Source: an optimization exercise on an open RTL-to-GDS flow (aim: small area, a short achievable clock period and few clock cycles). Production flows keep margins and buffers that such runs may drop.
Function was checked by simulation only, so behaviour that the tests miss may differ from the original.

$ cat flow/design.v
module sha2_digest (
  input  wire         clk,
  input  wire         rst,
  input  wire         in_valid,
  output wire         in_ready,
  input  wire [63:0]  in_data,
  input  wire [3:0]   in_alg,
  input  wire         in_last,
  input  wire [3:0]   in_nbytes,
  output reg          out_valid,
  output reg          out_err,
  output reg  [511:0] out_digest
);
  localparam [1:0] A_ERR = 2'd0, A_256 = 2'd1, A_384 = 2'd2, A_512 = 2'd3;
  function automatic [1:0] alg_code(input [3:0] alg);
    case (alg)
      4'h1:    alg_code = A_256;
      4'h2:    alg_code = A_384;
      4'h3:    alg_code = A_512;
      default: alg_code = A_ERR;
    endcase
  endfunction
  function automatic [63:0] kconst(input [6:0] t);
    case (t)
      7'd0: kconst = 64'h428a2f98d728ae22;
      7'd1: kconst = 64'h7137449123ef65cd;
      7'd2: kconst = 64'hb5c0fbcfec4d3b2f;
      7'd3: kconst = 64'he9b5dba58189dbbc;
      7'd4: kconst = 64'h3956c25bf348b538;
      7'd5: kconst = 64'h59f111f1b605d019;
      7'd6: kconst = 64'h923f82a4af194f9b;
      7'd7: kconst = 64'hab1c5ed5da6d8118;
      7'd8: kconst = 64'hd807aa98a3030242;
      7'd9: kconst = 64'h12835b0145706fbe;
      7'd10: kconst = 64'h243185be4ee4b28c;
      7'd11: kconst = 64'h550c7dc3d5ffb4e2;
      7'd12: kconst = 64'h72be5d74f27b896f;
      7'd13: kconst = 64'h80deb1fe3b1696b1;
      7'd14: kconst = 64'h9bdc06a725c71235;
      7'd15: kconst = 64'hc19bf174cf692694;
      7'd16: kconst = 64'he49b69c19ef14ad2;
      7'd17: kconst = 64'hefbe4786384f25e3;
      7'd18: kconst = 64'h0fc19dc68b8cd5b5;
      7'd19: kconst = 64'h240ca1cc77ac9c65;
      7'd20: kconst = 64'h2de92c6f592b0275;
      7'd21: kconst = 64'h4a7484aa6ea6e483;
      7'd22: kconst = 64'h5cb0a9dcbd41fbd4;
      7'd23: kconst = 64'h76f988da831153b5;
      7'd24: kconst = 64'h983e5152ee66dfab;
      7'd25: kconst = 64'ha831c66d2db43210;
      7'd26: kconst = 64'hb00327c898fb213f;
      7'd27: kconst = 64'hbf597fc7beef0ee4;
      7'd28: kconst = 64'hc6e00bf33da88fc2;
      7'd29: kconst = 64'hd5a79147930aa725;
      7'd30: kconst = 64'h06ca6351e003826f;
      7'd31: kconst = 64'h142929670a0e6e70;
      7'd32: kconst = 64'h27b70a8546d22ffc;
      7'd33: kconst = 64'h2e1b21385c26c926;
      7'd34: kconst = 64'h4d2c6dfc5ac42aed;
      7'd35: kconst = 64'h53380d139d95b3df;
      7'd36: kconst = 64'h650a73548baf63de;
      7'd37: kconst = 64'h766a0abb3c77b2a8;
      7'd38: kconst = 64'h81c2c92e47edaee6;
      7'd39: kconst = 64'h92722c851482353b;
      7'd40: kconst = 64'ha2bfe8a14cf10364;
      7'd41: kconst = 64'ha81a664bbc423001;
      7'd42: kconst = 64'hc24b8b70d0f89791;
      7'd43: kconst = 64'hc76c51a30654be30;
      7'd44: kconst = 64'hd192e819d6ef5218;
      7'd45: kconst = 64'hd69906245565a910;
      7'd46: kconst = 64'hf40e35855771202a;
      7'd47: kconst = 64'h106aa07032bbd1b8;
      7'd48: kconst = 64'h19a4c116b8d2d0c8;
      7'd49: kconst = 64'h1e376c085141ab53;
      7'd50: kconst = 64'h2748774cdf8eeb99;
      7'd51: kconst = 64'h34b0bcb5e19b48a8;
      7'd52: kconst = 64'h391c0cb3c5c95a63;
      7'd53: kconst = 64'h4ed8aa4ae3418acb;
      7'd54: kconst = 64'h5b9cca4f7763e373;
      7'd55: kconst = 64'h682e6ff3d6b2b8a3;
      7'd56: kconst = 64'h748f82ee5defb2fc;
      7'd57: kconst = 64'h78a5636f43172f60;
      7'd58: kconst = 64'h84c87814a1f0ab72;
      7'd59: kconst = 64'h8cc702081a6439ec;
      7'd60: kconst = 64'h90befffa23631e28;
      7'd61: kconst = 64'ha4506cebde82bde9;
      7'd62: kconst = 64'hbef9a3f7b2c67915;
      7'd63: kconst = 64'hc67178f2e372532b;
      7'd64: kconst = 64'hca273eceea26619c;
      7'd65: kconst = 64'hd186b8c721c0c207;
      7'd66: kconst = 64'heada7dd6cde0eb1e;
      7'd67: kconst = 64'hf57d4f7fee6ed178;
      7'd68: kconst = 64'h06f067aa72176fba;
      7'd69: kconst = 64'h0a637dc5a2c898a6;
      7'd70: kconst = 64'h113f9804bef90dae;
      7'd71: kconst = 64'h1b710b35131c471b;
      7'd72: kconst = 64'h28db77f523047d84;
      7'd73: kconst = 64'h32caab7b40c72493;
      7'd74: kconst = 64'h3c9ebe0a15c9bebc;
      7'd75: kconst = 64'h431d67c49c100d4c;
      7'd76: kconst = 64'h4cc5d4becb3e42b6;
      7'd77: kconst = 64'h597f299cfc657e2a;
      7'd78: kconst = 64'h5fcb6fab3ad6faec;
      7'd79: kconst = 64'h6c44198c4a475817;
      default: kconst = 64'h0;
    endcase
  endfunction
  function automatic [63:0] iv512(input [2:0] i);
    case (i)
      3'd0: iv512 = 64'h6a09e667f3bcc908;
      3'd1: iv512 = 64'hbb67ae8584caa73b;
      3'd2: iv512 = 64'h3c6ef372fe94f82b;
      3'd3: iv512 = 64'ha54ff53a5f1d36f1;
      3'd4: iv512 = 64'h510e527fade682d1;
      3'd5: iv512 = 64'h9b05688c2b3e6c1f;
      3'd6: iv512 = 64'h1f83d9abfb41bd6b;
      default: iv512 = 64'h5be0cd19137e2179;
    endcase
  endfunction
  function automatic [63:0] iv256(input [2:0] i);
    reg [63:0] v;
    begin
      v = iv512(i);
      iv256 = {32'b0, v[63:32]};
    end
  endfunction
  function automatic [63:0] iv384(input [2:0] i);
    case (i)
      3'd0: iv384 = 64'hcbbb9d5dc1059ed8;
      3'd1: iv384 = 64'h629a292a367cd507;
      3'd2: iv384 = 64'h9159015a3070dd17;
      3'd3: iv384 = 64'h152fecd8f70e5939;
      3'd4: iv384 = 64'h67332667ffc00b31;
      3'd5: iv384 = 64'h8eb44a8768581511;
      3'd6: iv384 = 64'hdb0c2e0d64f98fa7;
      default: iv384 = 64'h47b5481dbefa4fa4;
    endcase
  endfunction
  function automatic [63:0] bswap64(input [63:0] x);
    bswap64 = {x[7:0], x[15:8], x[23:16], x[31:24],
               x[39:32], x[47:40], x[55:48], x[63:56]};
  endfunction
  function automatic [31:0] bswap32(input [31:0] x);
    bswap32 = {x[7:0], x[15:8], x[23:16], x[31:24]};
  endfunction
  function automatic [63:0] rotr64(input [63:0] x, input integer n);
    rotr64 = (x >> n) | (x << (64 - n));
  endfunction
  function automatic [31:0] rotr32(input [31:0] x, input integer n);
    rotr32 = (x >> n) | (x << (32 - n));
  endfunction
  localparam S_DATA = 1'b0, S_PAD = 1'b1;
  reg          in_state;
  reg          msg_start;      
  reg  [1:0]   cur_alg;        
  reg          first_blk;      
  reg  [31:0]  byte_len;       
  reg          mark_done;      
  reg          len_ok;         
  reg  [1023:0] blk;           
  reg  [3:0]    wcnt;          
  reg           blk_full;      
  reg  [1:0]    blk_alg;
  reg           blk_first;
  reg           blk_final;
  reg           blk_err;
  wire       first_word = (in_state == S_DATA) && msg_start;
  wire [1:0] word_alg   = first_word ? alg_code(in_alg) : cur_alg;
  wire       wide       = (word_alg != A_256);            
  wire [3:0] last_idx   = wide ? 4'd15 : 4'd7;           
  wire [3:0] len_idx    = wide ? 4'd14 : 4'd7;           
  wire [34:0] bit_len   = {byte_len, 3'b000};
  assign in_ready = (in_state == S_DATA) && !blk_full;
  wire accept = in_valid && in_ready;
  reg  [63:0] last_word;
  integer bi;
  always @* begin
    for (bi = 0; bi < 8; bi = bi + 1) begin
      if (bi < in_nbytes)
        last_word[8*bi +: 8] = in_data[8*bi +: 8];
      else if (bi == in_nbytes)
        last_word[8*bi +: 8] = 8'h80;
      else
        last_word[8*bi +: 8] = 8'h00;
    end
  end
  reg         wr_en;
  reg  [63:0] wr_word;
  reg         wr_mark;         
  reg         wr_lenword;      
  always @* begin
    wr_en      = 1'b0;
    wr_word    = 64'h0;
    wr_mark    = 1'b0;
    wr_lenword = 1'b0;
    if (in_state == S_DATA) begin
      if (accept && word_alg != A_ERR) begin
        wr_en = 1'b1;
        if (in_last) begin
          wr_word = last_word;
          wr_mark = (in_nbytes < 4'd8);
        end else begin
          wr_word = in_data;
        end
      end
    end else if (!blk_full) begin
      wr_en = 1'b1;
      if (!mark_done) begin
        wr_word = 64'h80;
        wr_mark = 1'b1;
      end else if (len_ok && wcnt >= len_idx) begin
        if (wcnt == last_idx) begin
          wr_word    = bswap64({29'b0, bit_len});
          wr_lenword = 1'b1;
        end else begin
          wr_word    = 64'h0;            
        end
      end
    end
  end
  wire blk_done = wr_en && (wcnt == last_idx);
  reg  c_busy;
  wire hand_off = blk_full && !c_busy;     
  always @(posedge clk) begin
    if (rst) begin
      in_state  <= S_DATA;
      msg_start <= 1'b1;
      cur_alg   <= A_ERR;
      first_blk <= 1'b1;
      byte_len  <= 32'd0;
      mark_done <= 1'b0;
      len_ok    <= 1'b0;
      wcnt      <= 4'd0;
      blk_full  <= 1'b0;
      blk_alg   <= A_ERR;
      blk_first <= 1'b0;
      blk_final <= 1'b0;
      blk_err   <= 1'b0;
    end else begin
      if (hand_off)
        blk_full <= 1'b0;
      if (accept) begin
        msg_start <= in_last;
        if (msg_start) begin
          cur_alg   <= word_alg;
          first_blk <= 1'b1;
          byte_len  <= in_last ? {28'd0, in_nbytes} : 32'd8;
          mark_done <= 1'b0;
          len_ok    <= 1'b0;
        end else begin
          byte_len  <= byte_len + (in_last ? {28'd0, in_nbytes} : 32'd8);
        end
        if (in_last) begin
          if (word_alg == A_ERR) begin
            blk_full  <= 1'b1;
            blk_err   <= 1'b1;
            blk_final <= 1'b1;
            blk_alg   <= A_ERR;
            blk_first <= 1'b0;
          end else begin
            in_state <= S_PAD;
          end
        end
      end
      if (wr_en) begin
        blk[64*wcnt +: 64] <= wr_word;
        if (wr_mark) begin
          mark_done <= 1'b1;
          len_ok    <= blk_done || (wcnt < len_idx);
        end else if (blk_done && mark_done) begin
          len_ok    <= 1'b1;
        end
        if (blk_done) begin
          wcnt      <= 4'd0;
          blk_full  <= 1'b1;
          blk_err   <= 1'b0;
          blk_alg   <= word_alg;
          blk_first <= first_word ? 1'b1 : first_blk;
          blk_final <= wr_lenword;
          first_blk <= 1'b0;
          if (wr_lenword)
            in_state <= S_DATA;
        end else begin
          wcnt      <= wcnt + 4'd1;
        end
      end
    end
  end
  reg         c_add;           
  reg  [6:0]  c_round;
  reg  [1:0]  c_alg;
  reg         c_final;
  reg  [63:0] hs [0:7];        
  reg  [63:0] wv [0:7];        
  reg  [63:0] w  [0:15];       
  wire c256     = (c_alg == A_256);
  wire [63:0] ka = kconst(c_round);
  reg  [63:0] t1, t2, new_a, new_e, new_w;
  reg  [63:0] s0, s1, ch, maj, ws0, ws1;
  always @* begin
    ch  = (wv[4] & wv[5]) ^ (~wv[4] & wv[6]);
    maj = (wv[0] & wv[1]) ^ (wv[0] & wv[2]) ^ (wv[1] & wv[2]);
    if (c256) begin
      s1  = {32'b0, rotr32(wv[4][31:0], 6) ^ rotr32(wv[4][31:0], 11) ^ rotr32(wv[4][31:0], 25)};
      s0  = {32'b0, rotr32(wv[0][31:0], 2) ^ rotr32(wv[0][31:0], 13) ^ rotr32(wv[0][31:0], 22)};
      ws0 = {32'b0, rotr32(w[1][31:0], 7) ^ rotr32(w[1][31:0], 18) ^ (w[1][31:0] >> 3)};
      ws1 = {32'b0, rotr32(w[14][31:0], 17) ^ rotr32(w[14][31:0], 19) ^ (w[14][31:0] >> 10)};
      t1  = {32'b0, wv[7][31:0] + s1[31:0] + ch[31:0] + ka[63:32] + w[0][31:0]};
      t2  = {32'b0, s0[31:0] + maj[31:0]};
      new_a = {32'b0, t1[31:0] + t2[31:0]};
      new_e = {32'b0, wv[3][31:0] + t1[31:0]};
      new_w = {32'b0, ws1[31:0] + w[9][31:0] + ws0[31:0] + w[0][31:0]};
    end else begin
      s1  = rotr64(wv[4], 14) ^ rotr64(wv[4], 18) ^ rotr64(wv[4], 41);
      s0  = rotr64(wv[0], 28) ^ rotr64(wv[0], 34) ^ rotr64(wv[0], 39);
      ws0 = rotr64(w[1], 1) ^ rotr64(w[1], 8) ^ (w[1] >> 7);
      ws1 = rotr64(w[14], 19) ^ rotr64(w[14], 61) ^ (w[14] >> 6);
      t1  = wv[7] + s1 + ch + ka + w[0];
      t2  = s0 + maj;
      new_a = t1 + t2;
      new_e = wv[3] + t1;
      new_w = ws1 + w[9] + ws0 + w[0];
    end
  end
  reg  [63:0] sum [0:7];
  integer si;
  always @* begin
    for (si = 0; si < 8; si = si + 1) begin
      if (c256)
        sum[si] = {32'b0, hs[si][31:0] + wv[si][31:0]};
      else
        sum[si] = hs[si] + wv[si];
    end
  end
  reg [511:0] digest;
  integer di;
  always @* begin
    digest = 512'b0;
    for (di = 0; di < 8; di = di + 1) begin
      case (c_alg)
        A_256:   digest[32*di +: 32] = bswap32(sum[di][31:0]);
        A_384:   if (di < 6) digest[64*di +: 64] = bswap64(sum[di]);
        default: digest[64*di +: 64] = bswap64(sum[di]);
      endcase
    end
  end
  wire last_round = c256 ? (c_round == 7'd63) : (c_round == 7'd79);
  integer i;
  always @(posedge clk) begin
    if (rst) begin
      c_busy    <= 1'b0;
      c_add     <= 1'b0;
      c_round   <= 7'd0;
      c_alg     <= A_ERR;
      c_final   <= 1'b0;
      out_valid <= 1'b0;
      out_err   <= 1'b0;
    end else begin
      out_valid <= 1'b0;
      if (hand_off) begin
        if (blk_err) begin
          out_valid  <= 1'b1;
          out_err    <= 1'b1;
          out_digest <= 512'b0;
        end else begin
          c_busy  <= 1'b1;
          c_add   <= 1'b0;
          c_round <= 7'd0;
          c_alg   <= blk_alg;
          c_final <= blk_final;
          for (i = 0; i < 16; i = i + 1) begin
            if (blk_alg == A_256)
              w[i] <= {32'b0, bswap32(blk[32*i +: 32])};
            else
              w[i] <= bswap64(blk[64*i +: 64]);
          end
          for (i = 0; i < 8; i = i + 1) begin
            if (blk_first) begin
              case (blk_alg)
                A_256:   begin hs[i] <= iv256(i); wv[i] <= iv256(i); end
                A_384:   begin hs[i] <= iv384(i); wv[i] <= iv384(i); end
                default: begin hs[i] <= iv512(i); wv[i] <= iv512(i); end
              endcase
            end else begin
              wv[i] <= hs[i];
            end
          end
        end
      end else if (c_busy && !c_add) begin
        wv[0] <= new_a;
        wv[1] <= wv[0];
        wv[2] <= wv[1];
        wv[3] <= wv[2];
        wv[4] <= new_e;
        wv[5] <= wv[4];
        wv[6] <= wv[5];
        wv[7] <= wv[6];
        for (i = 0; i < 15; i = i + 1)
          w[i] <= w[i+1];
        w[15] <= new_w;
        c_round <= c_round + 7'd1;
        if (last_round)
          c_add <= 1'b1;
      end else if (c_busy && c_add) begin
        for (i = 0; i < 8; i = i + 1)
          hs[i] <= sum[i];
        c_busy <= 1'b0;
        c_add  <= 1'b0;
        if (c_final) begin
          out_valid  <= 1'b1;
          out_err    <= 1'b0;
          out_digest <= digest;
        end
      end
    end
  end
endmodule
$ cat flow/run.sh
#!/bin/bash
# synth_recipe.tcl (not shown) runs the flow's synth.tcl, then flattens the netlist and writes it again
# the make line also repeats each setting of config.mk as NAME=value (left out here)
make -C /OpenROAD-flow-scripts/flow DESIGN_CONFIG=/design/flow/config.mk WORK_HOME=/design/flow/orfs CLKGATE_MAP_FILE= SYNTH_SCRIPT=/design/flow/synth_recipe.tcl finish
$ cat flow/config.mk
export PLATFORM = sky130hd
export DESIGN_NAME = sha2_digest
export DESIGN_NICKNAME = sha2_digest
export VERILOG_FILES = /design/flow/design.v
export SDC_FILE = /design/flow/constraint.sdc
export NUM_CORES = 4
export LEC_CHECK = 0
export CAP_MARGIN = 20
export CORE_MARGIN = 2
export CORE_UTILIZATION = 30
export PLACE_DENSITY = 0.42
export SLEW_MARGIN = 20
export SYNTH_MEMORY_MAX_BITS = 16384
$ cat flow/constraint.sdc
create_clock -name core_clock -period 12.0 [get_ports {clk}]
set_input_delay 2.4000 -clock core_clock [delete_from_list [all_inputs] [get_ports {clk}]]
set_output_delay 2.4000 -clock core_clock [all_outputs]
set_load 0.01 [all_outputs]
==> summary.txt <==
Outcome
  • Outcome: timing/DRC/antenna clean

Cells and area
  • Fill cell total of the finished layout: between 70000 and 80000
  • Area of the multi-input gates: 114200 um^2
  • Number of cells in the finished layout apart from fillers: 34078
  • Final core utilization: 0.3461
  • Count of nets after finishing: 24963
  • Fraction of final layout cells sized beyond drive strength 1: 0.06755
  • Area delta synth->final: 14.93%
  • Footprint of the flip-flops and latches: ~110000 um^2

Global routing
  • Number of antenna violations at the first check in global routing: 147
  • Sum of overflow across all layers after global routing: 0
  • Wire length of the first global-routing pass: 1644000 um
  • Largest net degree at the start of global routing: 182
  • Number of global-route vias before repair: 183932
  • Aggregate global-route resource usage: 0.3050

Floorplanning
  • Core footprint: about 770000 um^2
  • Count of boundary I/O pins: 591
  • Initial core utilization: 0.3011
  • Width of the chip: 882.4 um
  • Die area: 778600 um^2
  • Site row count: 322
  • Die Y: approximately 880 um

Worst setup path
  • Largest fanout of any net on the critical path: 8
  • Max incr delay on CP: approximately 0.65 ns
  • Worst Setup End Kind: register
  • Worst-case reg-to-reg path depth: 30
  • Type of origin of the critical path: register
  • Critical-path cell with the highest stage delay: sky130_fd_sc_hd__edfxtp_1
  • Worst path arrival time: around 11 ns
  • Data required time of the worst path: about 13 ns
  • Cell type with the highest occurrence count on the critical path: sky130_fd_sc_hd__fa_1
  • Path type of the worst setup path: reg2reg

STA
  • Final Hold Viols: 0
  • Final setup TNS: 0 ns
  • Final critical path time including I/O delays and setup: 10.09 ns
  • Maximum clock skew at final layout: 0.1082 ns
  • Peak Freq: 0.09908 GHz
  • Total of endpoints with negative setup slack in the final report: 0
  • Slew Limit Headroom: 0.1209
  • Worst Tran Pin Value: 1.305 ns
  • Pins over their slew limit: 0
  • Period Utilization, post-route: 0.8410
  • Unrepaired setup endpoints after global routing: false

Routing
  • Detailed-route wire length: 1232000 um
  • Average wire per standard cell: 36.16 um
  • Number of nets still failing antenna checks after routing: 0
  • First-pass iteration count of the detailed router: 6
  • # DRC: 0
  • Via count normalized by instance count: 5.587
  • Iteration-0 DRC count of the detailed router: 20106
  • Routed vias: between 150k and 200k

Worst hold path
  • Hold Path Cell Cnt: 2
  • Hold WC Path Type: reg2reg

Clocking
  • Post-CTS setup buffers: 0
  • Post_cts resized: 0
  • TritonCTS clock tree: yes
  • Worst-path clk slew: 0.06 ns
  • Clock buffer count from CTS: 451
  • Cell at the root of the clock tree: sky130_fd_sc_hd__clkbuf_16
  • Clock tree buffer depth: 4
  • Clock sink total: 3711
  • Count of hold-fix buffers inserted at cts: 0
  • Source-to-sink clock delay at the later pin of the worst-skew pair: 1.17 ns
  • Deepest level of the CTS H-tree: 5

Logic synthesis
  • Cell area after technology mapping: around 230000 um^2
  • Count of synthesis-stage warnings from yosys: 5
  • Library cells used by synthesis: 112
  • Number of synthesized flops with an enable pin: 3584
  • Synth Flop Type: sky130_fd_sc_hd__edfxtp_1
  • Synth Net Count: 24854
  • Register bit count reported by yosys: 3711
  • Number of instances in the synthesized netlist: 23283
  • Share of synthesized area occupied by flip-flops and latches: 0.4760
  • Average cell area after synthesis: 9.941 um^2
  • Asr flop ratio synth: 0

Flow run
  • # Max-Cap Violations: 0

Placement
  • Last weighted congestion value of the routability-driven placer: 0.9777
  • Buffers added on ports: 590
  • Estimated wirelength of the detail-placed design: between 900000 and 1000000 um
  • Instance count after placement with tap cells included: 33144
-- routing by layer --
| metal | wire (um) | vias up | GRT usage | share of wire |
|---|---|---|---|---|
| met2 | 580600 | 7310 | 0.5058 | 0.47 |
| met5 | 238 | - | 0 | 0.00019 |
| li1 | - | 83409 | - | - |
| met3 | 64130 | 1896 | 0.03735 | 0.052 |
| met4 | 90450 | 34 | 0.1882 | 0.073 |
| met1 | 496900 | 97737 | 0.3793 | 0.40 |
-- critical path: cells and delay by family, from the launching register on --
kind | cells | cell delay (ns)
AOI/OAI and AO/OA | 13 | 3.41
adders and majority gates | 7 | 3.15
and+or+nand+nor | 6 | 1.85
DFF | 1 | 0.65
xor gates and xnor gates | 1 | 0.37
buffers and inverters | 2 | 0.19
muxes | 1 | 0.14
-- cell usage in the layout (no fill, tap or decap), types with 141 or more instances in the layout --
cell and instances:
sky130_fd_sc_hd__nand3_1 228, sky130_fd_sc_hd__mux2i_1 586, sky130_fd_sc_hd__xnor2_1 1010, sky130_fd_sc_hd__inv_1 823, sky130_fd_sc_hd__clkbuf_16 455, sky130_fd_sc_hd__nand2_1 4021
sky130_fd_sc_hd__nand3b_1 488, sky130_fd_sc_hd__nand2b_1 141, sky130_fd_sc_hd__buf_4 557, sky130_fd_sc_hd__xor2_1 429, sky130_fd_sc_hd__nor2_1 1471, sky130_fd_sc_hd__a21oi_1 1627
sky130_fd_sc_hd__clkdlybuf4s50_1 589, sky130_fd_sc_hd__o21bai_1 158, sky130_fd_sc_hd__ha_1 913, sky130_fd_sc_hd__nor3_1 156, sky130_fd_sc_hd__nand4_1 186, sky130_fd_sc_hd__o21ai_0 2458
sky130_fd_sc_hd__edfxtp_1 3584, sky130_fd_sc_hd__a31oi_1 176, sky130_fd_sc_hd__a21o_1 608, sky130_fd_sc_hd__fa_1 579
-- synthesized netlist by cell type (all sizes together), types with 31 or more instances --
library cell  number  share of area
nand2           4067          0.066
edfxtp          3584           0.46
o21ai           2525          0.055
a21oi           1638          0.035
nor2            1483          0.024
clkbuf          1435          0.023
xnor2           1081          0.041
ha               916          0.050
inv              826          0.013
a21o             608          0.020
mux2i            588          0.025
fa               579          0.050
nand3b           488          0.016
xor2             470          0.018
nand3            229         0.0050
nand4            186         0.0050
a31oi            179         0.0049
o21bai           158         0.0051
nor3             157         0.0034
nand2b           146         0.0039
nor2b            130         0.0035
dfxtp            127          0.011
a211oi           122         0.0042
and3             120         0.0032
o21a             105         0.0034
buf               97         0.0017
and2              90         0.0024
a22o              81         0.0031
o22ai             79         0.0021
o211ai            64         0.0021
o31ai             64         0.0022
a221oi            57         0.0024
or3               54         0.0015
a311oi            51         0.0020
o22a              49         0.0019
a22oi             41         0.0013
a221o             37         0.0016
and4              36         0.0014
a41oi             34         0.0014
o2111ai           34         0.0013
o221ai            34         0.0013
or2               32        0.00086
a211o             31         0.0012
maj3              31         0.0013
-- worst paths after layout --
check	from	end	slack (ns)
worst max register to register	w[0][1]	wv[0][62]	1.91
worst min-delay path	w[6][13]	w[5][13]	0.46
worst min register to register	w[6][13]	w[5][13]	0.46
worst max-delay path	w[0][1]	wv[0][62]	1.91
-- state kept, by name, indices dropped and copies added, names as in the netlist, 2 cells and up --
register	flops
blk	1024
w	1024
hs	512
out_digest	512
wv	512
ka	64
byte_len	32
c_round	7
wcnt	4
blk_alg	2
c_alg	2
cur_alg	2
-- logic make-up (layout without fill, tap and decap cells) --
kind of cell	after synthesis	after routing	synth area share
and+or+nand+nor	7302	7302	0.1389
AOI/OAI and AO/OA	6215	6215	0.1603
DFF	3711	3711	0.4760
buffers and inverters	2362	2853	0.03848
xor gates and xnor gates	1551	1551	0.05869
adders and majority gates	1526	1526	0.1009
muxes	616	616	0.02679
other	0	98	0
-- per-stage QoR --
| stage | cell area, um^2 | worst slack [ns] | hold WS (ns) |
|---|---|---|---|
| 2_1_floorplan | 231500 | -14.05 | 0.4268 |
| 3_3_place_gp | 251000 | 1.983 | 0.4463 |
| 3_5_place_dp | 251200 | 1.952 | 0.4543 |
| 4_1_cts | 265800 | 1.906 | 0.4510 |
| 5_1_grt | 265900 | 1.404 | 0.4897 |
| 6_report | 266000 | 1.908 | 0.4560 |
-- area by class of cell --
| cell class | instances | share of cell area |
|---|---|---|
| tap | 10206 | 0.04800 |
| multi-input combinational | 17210 | 0.4294 |
| clock inverter | 277 | 0.01041 |
| antenna | 98 | 0.0009218 |
| clock buffer | 558 | 0.04448 |
| timing repair buffer | 1188 | 0.04088 |
| sequential | 3711 | 0.4141 |
| inverter | 830 | 0.01174 |
Testbench counts, summed over its fixed seeds: cycles 76,394.

## separate check: timing with driven ports
In the flow no input, the clock included, has a driving cell. The finished layout below was timed again as built, in two steps. Step 1 assumes that a clkbuf_16 drives the clock port and a buf_2 every other input. Step 2 adds t to the input delays and takes it off the output delays; t is the mean of the earliest and latest rising clock arrival at the registers after step 1. Input paths then give back, and output paths get back, about the clock's delay inside the block. Three values: no drivers, after step 1, after step 2; two values: the first two.
shift t [ns]: 1.262
slack for setup (ns): 1.908 / 1.908 / 1.908
slew at the worst register clock pin (ns): 0.08 / 0.08
After both steps setup and hold are still met in this run. The setup slack of this run moves by 0.000 ns with the drivers and by 0.000 ns with both steps.
